What follows belongs to an exercise in optimizing a design on an open flow for small area, a short achievable clock period and few clock cycles per item; a production flow would make more cautious choices.
Function was checked by simulation only, so behaviour that the tests miss may differ from the original.

==> run a <==
## aes128_engine
module aes128_engine (
    input  wire         clk,
    input  wire         rst,         
    input  wire         in_valid,
    output wire         in_ready,
    input  wire         in_decrypt,  
    input  wire [127:0] in_key,
    input  wire [127:0] in_block,
    output reg          out_valid,
    output wire [127:0] out_block
);
    reg [127:0] st_r;       
    reg [127:0] st_p;       
    reg [127:0] key_r;      
    reg [127:0] key_p;      
    reg [127:0] key_x;      
    reg [127:0] out_q;      
    reg         v_r, v_p;   
    reg         dec_r, dec_p;
    reg         encm_p;     
    reg         decm_p;     
    reg         encl_p;     
    reg         decl_p;     
    reg [7:0]   rc_r, rc_p;   
    reg [1:0]   kx_st;      
    reg [7:0]   kx_rc;        
    reg         rdy_q;      
    reg         ld_q;       
    reg         dec_q;      
    localparam [1:0] KX_IDLE = 2'd0,
                     KX_RUN  = 2'd1,
                     KX_DONE = 2'd2;
    assign in_ready  = rdy_q;
    assign out_block = out_q;
    wire acc = in_valid && rdy_q;
    function [7:0] xt_inv;   
        input [7:0] b;
        xt_inv = {1'b0, b[7:1]} ^ (b[0] ? 8'h8d : 8'h00);
    endfunction
    function [127:0] shift_rows;
        input [127:0] s;
        integer r, c;
        begin
            for (c = 0; c < 4; c = c + 1)
                for (r = 0; r < 4; r = r + 1)
                    shift_rows[127-8*(4*c+r) -: 8] = s[127-8*(4*((c+r)%4)+r) -: 8];
        end
    endfunction
    function [127:0] inv_shift_rows;
        input [127:0] s;
        integer r, c;
        begin
  ...
Settings: LEC_CHECK=0, CAP_MARGIN=30, CORE_MARGIN=2, CORE_UTILIZATION=45, PLACE_DENSITY=0.6, SLEW_MARGIN=20; clock period 15.0 ns.
standard.sh (not shown) runs the stock make flow with config.mk's settings and CLKGATE_MAP_FILE= SYNTH_SCRIPT=/design/flow/synth_recipe.tcl, a recipe that flattens the netlist after the stock synthesis.
==> flow/flow/run.sh <==
#!/bin/bash
# Own layout flow: the standard ORFS flow, with three changes:
#  1. synthesis is the standard synthesis script, except that ABC maps
#     the logic with the script in flow/map.abc (instead of ORFS's
#     abc_speed/abc_area script); registers, their names and cell types
#     are untouched;
#  2. timing repair (repair_timing in floorplan, CTS and global route)
#     aims at a setup slack margin of flow/margin.txt ns, which makes it
#     work towards a shorter achieved period than the 15 ns clock;
#  3. the port buffers that placement inserts on every input and output
#     are sky130_fd_sc_hd__buf_2 cells.
# Each tool's full output goes to a log file of its own in this folder.
set -euo pipefail
here=$(pwd)
margin=$(cat flow/margin.txt)

sed 's|log_cmd abc {\*}\$abc_args|log_cmd abc -script $::env(OWN_ABC_SCRIPT) {*}[lrange $abc_args 2 end]|' \
    "$FLOW_HOME/scripts/synth.tcl" > own_synth_core.tcl
grep -q 'OWN_ABC_SCRIPT' own_synth_core.tcl
sed "s|source \$::env(SCRIPTS_DIR)/synth.tcl|source $here/own_synth_core.tcl|" \
    synth_recipe.tcl > own_synth.tcl
grep -q 'own_synth_core.tcl' own_synth.tcl
export OWN_ABC_SCRIPT=$here/flow/map.abc

bash standard.sh SYNTH_SCRIPT=$here/own_synth.tcl synth > synth.log 2>&1
bash standard.sh SYNTH_SCRIPT=$here/own_synth.tcl SETUP_SLACK_MARGIN=$margin \
    "BUFFER_PORTS_ARGS=-buffer_cell sky130_fd_sc_hd__buf_2" > layout.log 2>&1
test -s out/final.def
==> flow/flow/map.abc <==
&get -n
&st
&dch
&nf
&put
buffer -c
topo
stime -c
upsize -c
dnsize -c
==> flow/flow/margin.txt <==
9.6
==> run b: changes against run a <==
==> flow/flow/margin.txt (replaced) <==
10
Settings changed: CAP_MARGIN 30 to 20.
==> run c: changes against run a <==
--- a/flow/design.v
+++ b/flow/design.v
@@ -1,9 +1,9 @@
 module aes_sbox (input wire [7:0] a, output wire [7:0] y);
-    wire T1, T2, T3, T4, T5, T6, T7, T8, T9, T10, T11, T12, T13, T14, T15, T16, T17, T18, T19, T20, T21, T22, T23, T24, T25, T26, T27, M1, M2, M3, M4, M5, M6, M7, M8, M9, M10, M11, M12, M13, M14, M15, M16, M17, M18, M19, M20, M21, M22, M23, M24, M25, M26, M27, M28, M29, M30, M31, M32, M33, M34, M35, M36, M37, M38, M39, M40, M41, M42, M43, M44, M45, M46, M47, M48, M49, M50, M51, M52, M53, M54, M55, M56, M57, M58, M59, M60, M61, M62, M63;
+    wire T1, T2, T3, T4, T5, T6, T7, T8, T9, T10, T11, T12, T13, T14, T15, T16, T17, T18, T19, T20, T21, T22, T23, T24, T25, T26, T27, M1, M2, M3, M4, M5, M6, M7, M8, M9, M10, M11, M12, M13, M14, M15, M16, M17, M18, M19, M20, M21, M22, M23, M24, M25, M26, M27, M28, M29, M30, M31, M32, M33, M34, M35, M36, M37, M38, M39, M40, M41, M42, M43, M44, M45, M46, M47, M48, M49, M50, M51, M52, M53, M54, M55, M56, M57, M58, M59, M60, M61, M62, M63, L0, L1, L2, L3, L4, L5, L6, L7, L8, L9, L10, L11, L12, L13, L14, L15, L16, L17, L18, L19, L20, L21, L22, L23, L24, L25, L26, L27, L28, L29, S0, S1, S2, S3, S4, S5, S6, S7;
     wire U0 = a[7], U1 = a[6], U2 = a[5], U3 = a[4], U4 = a[3], U5 = a[2], U6 = a[1], U7 = a[0];
     assign T1 = U0 ^ U3;
     assign T2 = U0 ^ U5;
     assign T3 = U0 ^ U6;
     assign T4 = U3 ^ U5;
     assign T5 = U4 ^ U6;
     assign T6 = T1 ^ T5;
@@ -87,56 +87,53 @@
     assign M57 = M39 & T19;
     assign M58 = M43 & T3;
     assign M59 = M38 & T22;
     assign M60 = M37 & T20;
     assign M61 = M42 & T1;
     assign M62 = M45 & T4;
     assign M63 = M41 & T2;
-    wire B18 = M61 ^ M62;
-    wire B19 = M56 ^ B18;
-    wire B20 = M48 ^ M58;
-    wire B21 = M47 ^ M55;
-    wire B22 = M46 ^ M49;
-    wire B23 = M50 ^ M53;
-    wire B24 = M54 ^ M60;
-    wire B25 = M46 ^ M52;
-    wire B26 = M51 ^ M59;
-    wire B27 = B20 ^ B22;
-    wire B28 = M50 ^ B21;
-    wire B29 = B18 ^ B26;
-    wire B30 = B19 ^ B23;
-    wire B31 = B19 ^ B28;
-    wire B32 = B27 ^ B29;
-    wire B33 = M54 ^ M58;
-    wire B34 = B33 ^ B23;
-    wire B35 = B34 ^ B29;
-    wire B36 = M57 ^ B24;
-    wire B37 = B36 ^ B27;
-    wire B38 = B37 ^ B30;
-    wire B39 = M48 ^ M51;
-    wire B40 = B39 ^ B31;
-    wire B41 = B22 ^ B31;
-    wire B42 = M61 ^ M63;
-    wire B43 = B20 ^ B24;
-    wire B44 = B25 ^ B42;
-    wire B45 = B43 ^ B44;
-    wire B46 = M53 ^ B21;
-    wire B47 = B25 ^ B19;
-    wire B48 = B46 ^ B47;
-    wire B49 = M49 ^ M52;
-    wire B50 = M55 ^ B49;
-    wire B51 = B50 ^ B30;
-    assign y[0] = ~B32;
-    assign y[1] = ~B35;
-    assign y[2] = B38;
-    assign y[3] = B40;
-    assign y[4] = B41;
-    assign y[5] = ~B45;
-    assign y[6] = ~B48;
-    assign y[7] = B51;
+    assign L0 = M61 ^ M62;
+    assign L1 = M50 ^ M56;
+    assign L2 = M46 ^ M48;
+    assign L3 = M47 ^ M55;
+    assign L4 = M54 ^ M58;
+    assign L5 = M49 ^ M61;
+    assign L6 = M62 ^ L5;
+    assign L7 = M46 ^ L3;
+    assign L8 = M51 ^ M59;
+    assign L9 = M52 ^ M53;
+    assign L10 = M53 ^ L4;
+    assign L11 = M60 ^ L2;
+    assign L12 = M48 ^ M51;
+    assign L13 = M50 ^ L0;
+    assign L14 = M52 ^ M61;
+    assign L15 = M55 ^ L1;
+    assign L16 = M56 ^ L0;
+    assign L17 = M57 ^ L1;
+    assign L18 = M58 ^ L8;
+    assign L19 = M63 ^ L4;
+    assign L20 = L0 ^ L1;
+    assign L21 = L1 ^ L7;
+    assign L22 = L3 ^ L12;
+    assign L23 = L18 ^ L2;
+    assign L24 = L15 ^ L9;
+    assign L25 = L6 ^ L10;
+    assign L26 = L7 ^ L9;
+    assign L27 = L8 ^ L10;
+    assign L28 = L11 ^ L14;
+    assign L29 = L11 ^ L17;
+    assign S0 = L6 ^ L24;
+    assign S1 = ~(L16 ^ L26);
+    assign S2 = ~(L19 ^ L28);
+    assign S3 = L6 ^ L21;
+    assign S4 = L20 ^ L22;
+    assign S5 = L25 ^ L29;
+    assign S6 = ~(L13 ^ L27);
+    assign S7 = ~(L6 ^ L23);
+    assign y = {S0, S1, S2, S3, S4, S5, S6, S7};
 endmodule
 module aes_ginv (input wire [7:0] a, output wire [7:0] y);
     wire T1, T2, T3, T4, T5, T6, T7, T8, T9, T10, T11, T12, T13, T14, T15, T16, T17, T18, T19, T20, T21, T22, T23, T24, T25, T26, T27, M1, M2, M3, M4, M5, M6, M7, M8, M9, M10, M11, M12, M13, M14, M15, M16, M17, M18, M19, M20, M21, M22, M23, M24, M25, M26, M27, M28, M29, M30, M31, M32, M33, M34, M35, M36, M37, M38, M39, M40, M41, M42, M43, M44, M45, M46, M47, M48, M49, M50, M51, M52, M53, M54, M55, M56, M57, M58, M59, M60, M61, M62, M63;
     wire U0 = a[7], U1 = a[6], U2 = a[5], U3 = a[4], U4 = a[3], U5 = a[2], U6 = a[1], U7 = a[0];
     assign T1 = U0 ^ U3;
     assign T2 = U0 ^ U5;
     assign T3 = U0 ^ U6;
@@ -223,57 +220,22 @@
     assign M57 = M39 & T19;
     assign M58 = M43 & T3;
     assign M59 = M38 & T22;
     assign M60 = M37 & T20;
     assign M61 = M42 & T1;
     assign M62 = M45 & T4;
     assign M63 = M41 & T2;
-    wire B18 = M52 ^ M61;
-    wire B19 = M59 ^ B18;
-    wire B20 = M58 ^ M62;
-    wire B21 = M47 ^ M50;
-    wire B22 = M54 ^ B20;
-    wire B23 = M48 ^ M56;
-    wire B24 = M57 ^ M63;
-    wire B25 = M50 ^ M53;
-    wire B26 = M46 ^ M51;
-    wire B27 = M49 ^ M60;
-    wire B28 = B21 ^ B27;
-    wire B29 = B19 ^ B22;
-    wire B30 = B23 ^ B28;
-    wire B31 = B19 ^ B25;
-    wire B32 = M55 ^ M61;
-    wire B33 = B32 ^ B24;
-    wire B34 = M49 ^ B20;
-    wire B35 = B34 ^ B31;
-    wire B36 = B21 ^ B26;
-    wire B37 = B36 ^ B29;
-    wire B38 = M58 ^ B23;
-    wire B39 = B24 ^ B26;
-    wire B40 = B38 ^ B39;
-    wire B41 = B40 ^ B31;
-    wire B42 = M46 ^ M48;
-    wire B43 = B42 ^ B29;
-    wire B44 = M57 ^ B18;
-    wire B45 = B22 ^ B44;
-    wire B46 = B45 ^ B30;
-    wire B47 = M54 ^ M55;
-    wire B48 = M63 ^ B47;
-    wire B49 = B48 ^ B19;
-    wire B50 = B49 ^ B30;
-    wire B51 = M49 ^ M51;
-    wire B52 = B51 ^ B29;
-    assign y[0] = B33;
-    assign y[1] = B35;
-    assign y[2] = B37;
-    assign y[3] = B41;
-    assign y[4] = B43;
-    assign y[5] = B46;
-    assign y[6] = B50;
-    assign y[7] = B52;
+    assign y[0] = M55 ^ M57 ^ M61 ^ M63;
+    assign y[1] = M49 ^ M50 ^ M52 ^ M53 ^ M58 ^ M59 ^ M61 ^ M62;
+    assign y[2] = M46 ^ M47 ^ M50 ^ M51 ^ M52 ^ M54 ^ M58 ^ M59 ^ M61 ^ M62;
+    assign y[3] = M46 ^ M48 ^ M50 ^ M51 ^ M52 ^ M53 ^ M56 ^ M57 ^ M58 ^ M59 ^ M61 ^ M63;
+    assign y[4] = M46 ^ M48 ^ M52 ^ M54 ^ M58 ^ M59 ^ M61 ^ M62;
+    assign y[5] = M47 ^ M48 ^ M49 ^ M50 ^ M52 ^ M54 ^ M56 ^ M57 ^ M58 ^ M60 ^ M61 ^ M62;
+    assign y[6] = M47 ^ M48 ^ M49 ^ M50 ^ M52 ^ M54 ^ M55 ^ M56 ^ M59 ^ M60 ^ M61 ^ M63;
+    assign y[7] = M49 ^ M51 ^ M52 ^ M54 ^ M58 ^ M59 ^ M61 ^ M62;
 endmodule
 module aes128_engine (
     input  wire         clk,
     input  wire         rst,         
     input  wire         in_valid,
     output wire         in_ready,
     input  wire         in_decrypt,  
@@ -286,18 +248,14 @@
     reg [127:0] st_p;       
     reg [127:0] key_r;      
     reg [127:0] key_p;      
     reg [127:0] key_x;      
     reg [127:0] out_q;      
     reg         v_r, v_p;   
     reg         dec_r, dec_p;
-    reg         encm_p;     
-    reg         decm_p;     
-    reg         encl_p;     
-    reg         decl_p;     
     reg [7:0]   rc_r, rc_p;   
     reg [1:0]   kx_st;      
     reg [7:0]   kx_rc;        
     reg         rdy_q;      
     reg         ld_q;       
     reg         dec_q;      
     localparam [1:0] KX_IDLE = 2'd0,
@@ -401,33 +359,33 @@
         end
     endgenerate
     wire [31:0]  kt     = ks_out ^ {rc_r, 24'h000000};
     wire [31:0]  nw0    = w0 ^ kt;
     wire [31:0]  nw1    = (w0 ^ w1) ^ kt;
     wire [31:0]  nw2    = (w0 ^ w1 ^ w2) ^ kt;
     wire [31:0]  nw3    = (w0 ^ w1 ^ w2 ^ w3) ^ kt;
-    wire [127:0] k_next = dec_r ? {nw0, w1 ^ w0, w2 ^ w1, w3}
+    wire [127:0] k_next = dec_r ? {nw0, w1 ^ w0, w2 ^ w1, w3 ^ w2 ^ w1}
                                 : {nw0, nw1, nw2, nw3};
-    wire [127:0] rkey = key_p;
+    wire [127:0] rkey = {key_p[127:32], key_p[31:0] ^ (dec_p ? key_p[63:32] : 32'h0)};
     wire [127:0] sbe  = aff(st_p);           
     wire [127:0] yk   = st_p ^ rkey;         
     wire [127:0] m_in = dec_p ? yk : sbe;
     wire [127:0] mc;
     wire [127:0] pq;
     generate
         for (i = 0; i < 4; i = i + 1) begin : g_mix
             assign mc[127-32*i -: 32] = mixcol(m_in[127-32*i -: 32]);
             assign pq[127-32*i -: 32] = pre_q(mc[127-32*i -: 32]);
         end
     endgenerate
-    wire         last_p  = encl_p || decl_p;
+    wire         last_p  = dec_p ? (rc_p == 8'h01) : (rc_p == 8'h36);
     wire         last_r  = dec_r ? (rc_r == 8'h01) : (rc_r == 8'h36);
     wire [127:0] enc_mid = shift_rows(mc ^ rkey);
     wire [127:0] dec_mid = inv_shift_rows(pq);
-    wire [127:0] st_next = ({128{encm_p}} & enc_mid) | ({128{decm_p}} & dec_mid);
+    wire [127:0] st_next = dec_p ? dec_mid : enc_mid;
     wire [31:0] x0 = key_x[127:96];
     wire [31:0] x1 = key_x[95:64];
     wire [31:0] x2 = key_x[63:32];
     wire [31:0] x3 = key_x[31:0];
     wire [31:0] xs_rot = {x3[23:0], x3[31:24]};
     wire [31:0] xs_out;
     generate
@@ -464,18 +422,14 @@
                 v_r <= v_p && !last_p;
         end
     end
     always @(posedge clk) begin
         ld_q  <= ld_next;
         dec_q <= in_decrypt;
         dec_p <= dec_r;
-        encm_p <= v_r && !dec_r && (rc_r != 8'h36);
-        decm_p <= v_r && dec_r && (rc_r != 8'h01);
-        encl_p <= !dec_r && (rc_r == 8'h36);
-        decl_p <= dec_r && (rc_r == 8'h01);
         rc_p  <= rc_r;
         if (ld_q) begin
             dec_r <= dec_q;
             rc_r  <= dec_q ? 8'h36 : 8'h01;
         end else begin
             dec_r <= dec_p;
             rc_r  <= dec_p ? xt_inv(rc_p) : xt(rc_p);
@@ -484,22 +438,23 @@
             kx_rc <= xt(kx_rc);
         else
             kx_rc <= 8'h01;
     end
     always @(posedge clk) begin
         st_p  <= sb;
         key_p <= k_next;
-        out_q <= m_in ^ (rkey & {128{encl_p}});
-        st_r <= ({128{ld_q}} & (dec_q ? pre(inv_shift_rows(in_block ^ key_x))
-                                      : shift_rows(in_block ^ key_x)))
-                | st_next;
-        if (ld_q)
-            key_r <= {key_x[127:32], key_x[31:0] ^ (dec_q ? key_x[63:32] : 32'h0)};
-        else
-            key_r <= {key_p[127:32], key_p[31:0] ^ (decm_p ? key_p[63:32] : 32'h0)};
+        out_q <= (dec_p ? st_p : sbe) ^ rkey;
+        if (ld_q) begin
+            st_r  <= dec_q ? pre(inv_shift_rows(in_block ^ key_x))
+                           : shift_rows(in_block ^ in_key);
+            key_r <= dec_q ? {key_x[127:32], key_x[31:0] ^ key_x[63:32]} : in_key;
+        end else begin
+            st_r  <= st_next;
+            key_r <= key_p;
+        end
         case (kx_st)
             KX_IDLE: key_x <= in_key;
             KX_RUN:  key_x <= {nx0, nx1, nx2, nx3};
             default: key_x <= key_x;
         endcase
     end
 endmodule
==> flow/flow/margin.txt (replaced) <==
10
==> run d: changes against run a <==
--- a/flow/design.v
+++ b/flow/design.v
@@ -486,18 +486,18 @@
             kx_rc <= 8'h01;
     end
     always @(posedge clk) begin
         st_p  <= sb;
         key_p <= k_next;
         out_q <= m_in ^ (rkey & {128{encl_p}});
         st_r <= ({128{ld_q}} & (dec_q ? pre(inv_shift_rows(in_block ^ key_x))
-                                      : shift_rows(in_block ^ key_x)))
+                                      : shift_rows(in_block ^ in_key)))
                 | st_next;
         if (ld_q)
-            key_r <= {key_x[127:32], key_x[31:0] ^ (dec_q ? key_x[63:32] : 32'h0)};
+            key_r <= dec_q ? {key_x[127:32], key_x[31:0] ^ key_x[63:32]} : in_key;
         else
             key_r <= {key_p[127:32], key_p[31:0] ^ (decm_p ? key_p[63:32] : 32'h0)};
         case (kx_st)
             KX_IDLE: key_x <= in_key;
             KX_RUN:  key_x <= {nx0, nx1, nx2, nx3};
             default: key_x <= key_x;
         endcase
==> flow/flow/margin.txt (replaced) <==
10
==> summary.md <==
| Metric | Value |
|---|---|
| Result of the run | `finished clean` |
| Total Wirelength | `340000 um` |
| Num sequential | `802` |
| M1 GR Usage | `between 40 and 50%` |
| Syn nets | `roughly 9000` |
| Largest net degree at the start of global routing | `around 120` |
| Clock skew | `0.0643 ns` |
| Die ar. | `between 0.15 and 0.2 mm^2` |
| DR WL met2 | `148000 um` |
Source of the figures above: run c

==> summary.md <==
| Metric | Value |
|---|---|
| Result of the run | `finished clean` |
| Syn nets | `around 8500` |
| Die ar. | `0.168 mm^2` |
| DR WL met2 | `around 130000 um` |
| Final min period | `between 5 and 6 ns` |
| M1 GR Usage | `47.7%` |
| Total Wirelength | `roughly 320000 um` |
| Largest net degree at the start of global routing | `151` |
| Layout cells sized above 1 | `15.0%` |
| Num sequential | `806` |
| Clock skew | `0.0817 ns` |
Source of the figures above: run d

==> summary.md <==
| Metric | Value |
|---|---|
| Largest net degree at the start of global routing | `229` |
| Syn nets | `roughly 8000` |
| M1 GR Usage | `a little under half` |
| Result of the run | `finished clean` |
| Num sequential | `a little over 800` |
| Clock skew | `about 0.071 ns` |
| Total Wirelength | `~280000 um` |
| Die ar. | `approximately 0.16 mm^2` |
| DR WL met2 | `119000 um` |
Source of the figures above: run b

==> summary.md <==
| Metric | Value |
|---|---|
| Num sequential | `806` |
| DR WL met2 | `roughly 120000 um` |
| Die ar. | `0.161 mm^2` |
| Largest net degree at the start of global routing | `roughly 230` |
| Syn nets | `~8200` |
| Result of the run | `finished clean` |
Source of the figures above: run a

Testbench counts of run a, summed over its fixed seeds: cycles 13,290, items 1,280.
Testbench counts of run b, summed over its fixed seeds: cycles 13,290, items 1,280.
Testbench counts of run c, summed over its fixed seeds: cycles 13,290, items 1,280.
Testbench counts of run d, summed over its fixed seeds: cycles 13,290, items 1,280.

==> re-timing with driven ports <==
No port has a modelled driver above. Below, the same layouts with a new extraction and two added sets of constraints. Step 1 (the two cells are an assumption about what drives the block):
set clk [get_ports {clk}]
set_driving_cell -lib_cell sky130_fd_sc_hd__clkbuf_16 $clk
set_driving_cell -lib_cell sky130_fd_sc_hd__buf_2 [delete_from_list [all_inputs] $clk]
Step 2, shift: input delay + t, output delay - t, t = (earliest + latest rising clock arrival at the registers) / 2. This alone moves slack from input paths to output paths. a / b / c = ideal ports / drivers / drivers and shift; a / b = the first two.
run	t, ns	setup WS [ns]	worst setup path at the end
run a	0.812	9.690 / 9.690 / 9.690	register to register
run b	0.829	9.962 / 9.962 / 9.665	input to register
run c	0.849	9.908 / 9.908 / 9.713	input to register
run d	0.842	9.918 / 9.918 / 9.727	input to register
After both steps setup and hold are still met in every run listed. For run b, which loses most, drivers alone change the setup slack by 0.000 ns; drivers and shift together by -0.297 ns.
